From an optimization exercise on the open Yosys and OpenROAD flow, aimed at small area; shortcuts taken in it are not production practice.
At most, simulation tests tie the RTL to the original design; equivalence was not proved.
Power is estimated from default activity; no workload was simulated.

==> job 2895 <==
==> flow/design.v (excerpt) <==
module sd_decim (
    input  wire         clk,
    input  wire         rst,         
    input  wire         enable,
    input  wire [1:0]   osr_sel,     
    input  wire [6:0]   oc_thr,
    input  wire         mod_tick,
    input  wire [5:0]   sd_in,
    output reg          main_valid,
    output reg  [149:0] main_data,
    output reg  [5:0]   main_clip,
    output reg          fast_valid,
    output reg  [26:0]  fast_data,
    output reg  [2:0]   oc_trip,
    output reg  [5:0]   sd_loss
);
    wire clr  = rst || !enable;
    wire tick = mod_tick && !clr;
    reg        p1, p2, p3, p4, p5, p6;
    reg  [2:0] zc;                   
    reg        za, zb;               
    reg  [1:0] hc;                   
    reg        bc_hi;                
    reg  [2:0] xr0, xr1;             
    reg  [7:0] phase;                
    reg        primed;               
    wire       act    = p1 || p2 || p3;
    wire       act_bc = p1 || p2 || p3 || p4 || p5 || p6;
    wire       zero   = za;                      
    wire       zero_bc = zb;                     
    wire [8:0] osr      = 9'd32 << osr_sel;
    wire       main_end = (phase == osr[7:0] - 8'd1);
    wire       fast_end = (phase[3:0] == 4'd15);
    reg  [15:0] hf, hm;
    reg  [14:0] hl;
    reg  [15:0] hf0, hm0;
    always @(*) begin
        case (osr_sel)
            2'd0:    begin hf0 = 16'd528;   hm0 = 16'd496;   end
            2'd1:    begin hf0 = 16'd2080;  hm0 = 16'd2016;  end
            2'd2:    begin hf0 = 16'd8256;  hm0 = 16'd8128;  end
  ...
==> flow/config.mk <==
export PLATFORM = sky130hd
export DESIGN_NAME = sd_decim
export DESIGN_NICKNAME = sd_decim
export VERILOG_FILES = /design/flow/design.v
export SDC_FILE = /design/flow/constraint.sdc
export NUM_CORES = 4
export LEC_CHECK = 0
export CAP_MARGIN = 20
export CORE_MARGIN = 2
export CORE_UTILIZATION = 80
export CTS_BUF_LIST = sky130_fd_sc_hd__clkbuf_16
export CTS_CLUSTER_DIAMETER = 100
export CTS_CLUSTER_SIZE = 24
export PLACE_DENSITY = 0.88
export SLEW_MARGIN = 20
==> flow/constraint.sdc <==
create_clock -name core_clock -period 10.0 [get_ports {clk}]
set_input_delay 2.0000 -clock core_clock [delete_from_list [all_inputs] [get_ports {clk}]]
set_output_delay 2.0000 -clock core_clock [all_outputs]
set_load 0.01 [all_outputs]
standard.sh (not shown) runs the stock make flow with config.mk's settings and CLKGATE_MAP_FILE= SYNTH_SCRIPT=/design/flow/synth_recipe.tcl, a recipe that flattens the netlist after the stock synthesis.
==> flow/flow/run.sh <==
#!/bin/bash
# The standard layout (standard.sh, unchanged synthesis and steps), with
# two changes: the port buffers are the smallest buffer, buf_1, and clock
# tree synthesis inserts no dummy loads. The whole ORFS output goes to
# standard.log in this folder; ORFS's per-step logs stay under orfs/logs.
export BUFFER_PORTS_ARGS="-buffer_cell sky130_fd_sc_hd__buf_1"
export CTS_ARGS="-sink_clustering_enable -repair_clock_nets -sink_clustering_size 24 -sink_clustering_max_diameter 100 -buf_list sky130_fd_sc_hd__clkbuf_16 -dont_use_dummy_load"
bash standard.sh > standard.log 2>&1
==> inputs of job 5502, as changes to job 2895 <==
--- a/flow/design.v
+++ b/flow/design.v
@@ -35,12 +35,12 @@
     wire [5:0]  run  = head[37:32];
     wire        last = head[38];
     wire xa = x && act;
     wire me = act && main_end;
     wire [24:0] sa;
-    sd_addinc #(.W(24), .K(16)) u_add_a (
-        .a(a), .b(hf & {16{xa}}), .s(sa[23:0]), .co(sa[24])
+    sd_rca #(.W(24)) u_add_a (
+        .a(a), .b({8'd0, hf & {16{xa}}}), .ci(1'b0), .s(sa[23:0]), .co(sa[24])
     );
     wire [8:0]  n  = {1'b0, ones} + {8'd0, xa};
     assign sum = sa;
     wire [23:0] a_n    = take_b ? b_in : sa[23:0];
     wire [7:0]  ones_n = me ? 8'd0 : n[7:0];
@@ -95,15 +95,15 @@
     wire [21:0] c = head[45:24];
     wire xa = x && act;
     wire me = act && main_end;
     wire [23:0] sb;
     wire [21:0] sc;
-    sd_addinc #(.W(24), .K(16)) u_add_b (
-        .a(b), .b(hm & {16{xa}}), .s(sb), .co()
+    sd_rca #(.W(24)) u_add_b (
+        .a(b), .b({8'd0, hm & {16{xa}}}), .ci(1'b0), .s(sb), .co()
     );
-    sd_addinc #(.W(22), .K(15)) u_add_c (
-        .a(c), .b(hl & {15{xa}}), .s(sc), .co()
+    sd_rca #(.W(22)) u_add_c (
+        .a(c), .b({7'd0, hl & {15{xa}}}), .ci(1'b0), .s(sc), .co()
     );
     assign b_out = sb;
     always @(posedge clk) begin
         s0 <= ~(me ? {22'd0, 2'd0, sc} : {sc, sb});
         s1 <= s0;
@@ -131,32 +131,10 @@
             assign c[i + 1] = (a[i] & b[i]) | (c[i] & (a[i] ^ b[i]));
         end
     endgenerate
     assign co = c[W];
 endmodule
-module sd_addinc #(
-    parameter W = 24,
-    parameter K = 16
-) (
-    input  wire [W-1:0] a,
-    input  wire [K-1:0] b,
-    output wire [W-1:0] s,
-    output wire         co
-);
-    wire         ck;
-    wire [W-K:0] p;
-    sd_rca #(.W(K)) u_low (.a(a[K-1:0]), .b(b), .ci(1'b0), .s(s[K-1:0]), .co(ck));
-    assign p[0] = 1'b1;
-    genvar i;
-    generate
-        for (i = K; i < W; i = i + 1) begin : inc_
-            assign p[i - K + 1] = p[i - K] & a[i];
-            assign s[i] = a[i] ^ (ck & p[i - K]);
-        end
-    endgenerate
-    assign co = ck & p[W - K];
-endmodule
 module sd_sinc2 (
     input  wire       act,
     input  wire       x,
     input  wire       win_end,     
     input  wire [3:0] fp,          
@@ -194,14 +172,13 @@
     output wire [5:0] run_n,
     output wire       last_n,
     output wire       lost
 );
     wire same = (run != 6'd0) && (x == last);
-    wire [5:0] step = {run[4:0], run[5] ^ run[4]};
-    assign run_n  = !act ? run : same ? step : 6'd1;
+    assign run_n  = !act ? run : same ? run + 6'd1 : 6'd1;
     assign last_n = act ? x : last;
-    assign lost   = act && same && (run == 6'd32);
+    assign lost   = act && same && (run == 6'd63);
 endmodule
 module sd_decim (
     input  wire         clk,
     input  wire         rst,         
     input  wire         enable,
@@ -219,20 +196,20 @@
 );
     wire clr  = rst || !enable;
     wire tick = mod_tick && !clr;
     reg        p1, p2, p3, p4, p5, p6;
     reg  [2:0] zc;                   
-    reg        za, zb;               
-    reg  [1:0] hc;                   
-    reg        bc_hi;                
-    reg  [2:0] xr0, xr1;             
+    reg  [2:0] bc;                   
+    reg  [5:0] xcap;                 
     reg  [7:0] phase;                
     reg        primed;               
     wire       act    = p1 || p2 || p3;
     wire       act_bc = p1 || p2 || p3 || p4 || p5 || p6;
-    wire       zero   = za;                      
-    wire       zero_bc = zb;                     
+    wire       zero   = zc[2];                   
+    wire       zero_bc = zc != 3'd0;             
+    wire       bc_hi  = bc[2] || bc[1] && bc[0];   
+    wire [1:0] hc     = bc_hi ? bc[1:0] - 2'd3 : bc[1:0];
     wire [8:0] osr      = 9'd32 << osr_sel;
     wire       main_end = (phase == osr[7:0] - 8'd1);
     wire       fast_end = (phase[3:0] == 4'd15);
     reg  [15:0] hf, hm;
     reg  [14:0] hl;
@@ -257,22 +234,19 @@
     );
     sd_rca #(.W(15)) u_add_hl (
         .a(hl), .b({7'd0, phase}), .ci(1'b0), .s(hl_n), .co()
     );
     always @(posedge clk) begin
-        za <= clr || zc[2] && (zc[1] || zc[0]);    
-        zb <= clr || zc[2] || zc[1];               
         if (clr) begin
             p1     <= 1'b0;
             p2     <= 1'b0;
             p3     <= 1'b0;
             p4     <= 1'b0;
             p5     <= 1'b0;
             p6     <= 1'b0;
             zc     <= 3'd6;
-            hc     <= 2'd0;
-            bc_hi  <= 1'b0;
+            bc     <= 3'd0;
             phase  <= 8'd0;
             primed <= 1'b0;
             hf     <= hf0;
             hm     <= hm0;
             hl     <= 15'd0;
@@ -285,13 +259,11 @@
             p4 <= p3;
             p5 <= p4;
             p6 <= p5;
             if (zc != 3'd0)
                 zc <= zc - 3'd1;
-            hc <= (hc == 2'd2) ? 2'd0 : hc + 2'd1;
-            if (hc == 2'd2)
-                bc_hi <= !bc_hi;
+            bc <= (bc == 3'd5) ? 3'd0 : bc + 3'd1;
             main_valid <= p3 && main_end;
             fast_valid <= p3 && fast_end;
             if (p3 && fast_end)
                 primed <= 1'b1;
             if (p6) begin
@@ -307,43 +279,32 @@
                     hl    <= hl_n;
                 end
             end
         end
         if (tick)
-            case (hc)
-                2'd0:    begin xr0 <= {sd_in[0], sd_in[2], sd_in[1]};
-                               xr1 <= {sd_in[3], sd_in[5], sd_in[4]}; end
-                2'd1:    begin xr0 <= {sd_in[1], sd_in[0], sd_in[2]};
-                               xr1 <= {sd_in[4], sd_in[3], sd_in[5]}; end
-                default: begin xr0 <= sd_in[2:0];
-                               xr1 <= sd_in[5:3]; end
-            endcase
-        else begin
-            xr0 <= {xr0[0], xr0[2:1]};
-            xr1 <= {xr1[0], xr1[2:1]};
-        end
+            xcap <= sd_in;
     end
     wire [4:0] fw = 5'd16 - {1'b0, phase[3:0]};    
     wire [24:0] sum0, sum1;
     wire        clip0, clip1, lost0, lost1;
     wire [8:0]  fsum;
     wire        fover;
     wire [23:0] b_out;
     wire        take = act_bc && main_end;
     sd_sinc3_bc u_bc (
-        .clk(clk), .zero(zero_bc), .act(act_bc), .x(bc_hi ? xr1[0] : xr0[0]),
+        .clk(clk), .zero(zero_bc), .act(act_bc), .x(xcap[bc]),
         .main_end(main_end), .hm(hm), .hl(hl), .b_out(b_out)
     );
     sd_sinc3 #(.FAST(1)) u_lane0 (
-        .clk(clk), .zero(zero), .act(act), .x(xr0[0]),
+        .clk(clk), .zero(zero), .act(act), .x(xcap[hc]),
         .main_end(main_end), .fast_end(fast_end),
         .take_b(take && !bc_hi), .b_in(b_out), .osr_sel(osr_sel),
         .hf(hf), .fp(phase[3:0]), .fw(fw), .oc_thr(oc_thr),
         .sum(sum0), .clip(clip0), .lost(lost0), .fsum(fsum), .fover(fover)
     );
     sd_sinc3 #(.FAST(0)) u_lane1 (
-        .clk(clk), .zero(zero), .act(act), .x(xr1[0]),
+        .clk(clk), .zero(zero), .act(act), .x(xcap[3 + hc]),
         .main_end(main_end), .fast_end(fast_end),
         .take_b(take && bc_hi), .b_in(b_out), .osr_sel(osr_sel),
         .hf(hf), .fp(phase[3:0]), .fw(fw), .oc_thr(oc_thr),
         .sum(sum1), .clip(clip1), .lost(lost1), .fsum(), .fover()
     );
==> flow/run.sh (new file) <==
#!/bin/bash
# synth_recipe.tcl (not shown) runs the flow's synth.tcl, then flattens the netlist and writes it again
# the make line also repeats each setting of config.mk as NAME=value (left out here)
make -C /OpenROAD-flow-scripts/flow DESIGN_CONFIG=/design/flow/config.mk WORK_HOME=/design/flow/orfs CLKGATE_MAP_FILE= SYNTH_SCRIPT=/design/flow/synth_recipe.tcl finish
Settings changed: CORE_UTILIZATION 80 to 75, PLACE_DENSITY 0.88 to 0.85.
removed: flow/flow/run.sh
removed: flow/standard.sh
==> inputs of job 353, as changes to job 2895 <==
--- a/flow/design.v
+++ b/flow/design.v
@@ -217,20 +217,21 @@
     output reg  [2:0]   oc_trip,
     output reg  [5:0]   sd_loss
 );
     wire clr  = rst || !enable;
     wire tick = mod_tick && !clr;
-    reg        p1, p2, p3, p4, p5, p6;
+    reg  [2:0] pc;
+    wire       p3 = (pc == 3'd4);    
+    wire       p6 = (pc == 3'd1);    
     reg  [2:0] zc;                   
     reg        za, zb;               
     reg  [1:0] hc;                   
     reg        bc_hi;                
     reg  [2:0] xr0, xr1;             
     reg  [7:0] phase;                
     reg        primed;               
-    wire       act    = p1 || p2 || p3;
-    wire       act_bc = p1 || p2 || p3 || p4 || p5 || p6;
+    reg        act, act_bc;          
     wire       zero   = za;                      
     wire       zero_bc = zb;                     
     wire [8:0] osr      = 9'd32 << osr_sel;
     wire       main_end = (phase == osr[7:0] - 8'd1);
     wire       fast_end = (phase[3:0] == 4'd15);
@@ -257,19 +258,16 @@
     );
     sd_rca #(.W(15)) u_add_hl (
         .a(hl), .b({7'd0, phase}), .ci(1'b0), .s(hl_n), .co()
     );
     always @(posedge clk) begin
+        act    <= !clr && (tick || pc[2] && (pc[1] || pc[0]));    
+        act_bc <= !clr && (tick || pc[2] || pc[1]);               
         za <= clr || zc[2] && (zc[1] || zc[0]);    
         zb <= clr || zc[2] || zc[1];               
         if (clr) begin
-            p1     <= 1'b0;
-            p2     <= 1'b0;
-            p3     <= 1'b0;
-            p4     <= 1'b0;
-            p5     <= 1'b0;
-            p6     <= 1'b0;
+            pc     <= 3'd0;
             zc     <= 3'd6;
             hc     <= 2'd0;
             bc_hi  <= 1'b0;
             phase  <= 8'd0;
             primed <= 1'b0;
@@ -277,16 +275,14 @@
             hm     <= hm0;
             hl     <= 15'd0;
             main_valid <= 1'b0;
             fast_valid <= 1'b0;
         end else begin
-            p1 <= tick;
-            p2 <= p1;
-            p3 <= p2;
-            p4 <= p3;
-            p5 <= p4;
-            p6 <= p5;
+            if (tick)
+                pc <= 3'd6;
+            else if (pc != 3'd0)
+                pc <= pc - 3'd1;
             if (zc != 3'd0)
                 zc <= zc - 3'd1;
             hc <= (hc == 2'd2) ? 2'd0 : hc + 2'd1;
             if (hc == 2'd2)
                 bc_hi <= !bc_hi;
==> flow/flow/run.sh (replaced) <==
#!/bin/bash
# The standard layout (standard.sh, unchanged synthesis and steps), with
# two changes: the port buffers are the smallest buffer, buf_1, and clock
# tree synthesis inserts no dummy loads. The whole ORFS output goes to
# standard.log in this folder; ORFS's per-step logs stay under orfs/logs.
export BUFFER_PORTS_ARGS="-buffer_cell sky130_fd_sc_hd__buf_1"
export CTS_ARGS="-sink_clustering_enable -repair_clock_nets -sink_clustering_size 14 -sink_clustering_max_diameter 60 -buf_list sky130_fd_sc_hd__clkbuf_8 -dont_use_dummy_load"
bash standard.sh > standard.log 2>&1
Settings changed: CAP_MARGIN 20 to 0, CTS_BUF_LIST sky130_fd_sc_hd__clkbuf_16 to sky130_fd_sc_hd__clkbuf_8, CTS_CLUSTER_DIAMETER 100 to 60, CTS_CLUSTER_SIZE 24 to 14, SLEW_MARGIN 20 to 0.
==> inputs of job 8566, as changes to job 2895 <==
--- a/flow/design.v
+++ b/flow/design.v
@@ -219,20 +219,19 @@
 );
     wire clr  = rst || !enable;
     wire tick = mod_tick && !clr;
     reg        p1, p2, p3, p4, p5, p6;
     reg  [2:0] zc;                   
-    reg        za, zb;               
     reg  [1:0] hc;                   
     reg        bc_hi;                
     reg  [2:0] xr0, xr1;             
     reg  [7:0] phase;                
     reg        primed;               
     wire       act    = p1 || p2 || p3;
     wire       act_bc = p1 || p2 || p3 || p4 || p5 || p6;
-    wire       zero   = za;                      
-    wire       zero_bc = zb;                     
+    wire       zero   = zc[2];                   
+    wire       zero_bc = zc != 3'd0;             
     wire [8:0] osr      = 9'd32 << osr_sel;
     wire       main_end = (phase == osr[7:0] - 8'd1);
     wire       fast_end = (phase[3:0] == 4'd15);
     reg  [15:0] hf, hm;
     reg  [14:0] hl;
@@ -257,12 +256,10 @@
     );
     sd_rca #(.W(15)) u_add_hl (
         .a(hl), .b({7'd0, phase}), .ci(1'b0), .s(hl_n), .co()
     );
     always @(posedge clk) begin
-        za <= clr || zc[2] && (zc[1] || zc[0]);    
-        zb <= clr || zc[2] || zc[1];               
         if (clr) begin
             p1     <= 1'b0;
             p2     <= 1'b0;
             p3     <= 1'b0;
             p4     <= 1'b0;
==> flow/flow/run.sh (replaced) <==
#!/bin/bash
# The standard layout (standard.sh, unchanged synthesis and steps), with
# two changes: the port buffers are the smallest buffer, buf_1, and clock
# tree synthesis inserts no dummy loads. The whole ORFS output goes to
# standard.log in this folder; ORFS's per-step logs stay under orfs/logs.
export BUFFER_PORTS_ARGS="-buffer_cell sky130_fd_sc_hd__buf_1"
export CTS_ARGS="-sink_clustering_enable -repair_clock_nets -sink_clustering_size 28 -sink_clustering_max_diameter 100 -buf_list sky130_fd_sc_hd__clkbuf_16 -dont_use_dummy_load"
bash standard.sh > standard.log 2>&1
Settings changed: CORE_UTILIZATION 80 to 85, CTS_CLUSTER_SIZE 24 to 28, GPL_TIMING_DRIVEN set to 0, PLACE_DENSITY 0.88 to 0.9.
==> run notes <==
Number of cells on the critical path: job 8566 26; job 2895 23; job 5502 33; job 353 25
Sequential fraction of total cell area: job 8566 63.00%; job 2895 63.42%; job 5502 59.85%; job 353 63.47%
Timing endpoint of the critical path: job 8566 u_lane0.s0[23]; job 2895 main_data[149]; job 5502 main_data[148]; job 353 main_data[73]
Maximum achievable frequency: job 8566 96.97 MHz; job 2895 102.8 MHz; job 5502 102.0 MHz; job 353 110.3 MHz
Post-layout total power: job 8566 5.500 mW; job 2895 5.476 mW; job 5502 5.580 mW; job 353 5.370 mW
Initial cell density of the core: job 8566 86.25%; job 2895 81.13%; job 5502 76.58%; job 353 81.19%
Core outline area: job 8566 31470 um^2; job 2895 33530 um^2; job 5502 35740 um^2; job 353 33450 um^2
Count of endpoints failing setup in the final report: job 8566 15; job 2895 0; job 5502 0; job 353 0
Status: job 8566 finished with violations; job 2895 complete, no violations; job 5502 complete, no violations; job 353 complete, no violations
Layout check failures: job 8566 negative setup slack; job 2895 -; job 5502 -; job 353 -
Buffer and inverter count on the worst path: job 8566 3; job 2895 1; job 5502 3; job 353 1
Crit path launch: job 8566 p6; job 2895 p3; job 5502 bc[0]; job 353 act
Shortest period the worst path allows: job 8566 10310 ps; job 2895 9729 ps; job 5502 9805 ps; job 353 9067 ps
Worst hold path startpoint: job 8566 u_bc.s1[44]; job 2895 u_lane0.s1[43]; job 5502 u_bc.s1[3]; job 353 u_lane0.s0[11]
Only the layout flow was run in job 8566; the RTL was not checked for function there.

-- port drivers added, routing unchanged --
In the flow no input, the clock included, has a driving cell. The finished layouts below were timed again as built, in two steps. Step 1 assumes that a clkbuf_16 drives the clock port and a buf_2 every other input. Step 2 times the ports against the registers' clock, not the clock port: input delays grow and output delays shrink by t, the midpoint of the rising clock arrivals with the driver on. a / b / c = ideal ports / drivers / drivers and shift; a / b = the first two.
run	t, ns	slack for setup (ns)	worst data-port slew with drivers (ns)
job 2895	0.583	0.271 / 0.271 / 0.271	0.08
job 5502	0.632	0.195 / 0.195 / 0.195	0.05
job 353	0.641	0.933 / 0.933 / 0.933	0.09
job 8566	0.615	-0.313 / -0.313 / -0.313	0.09
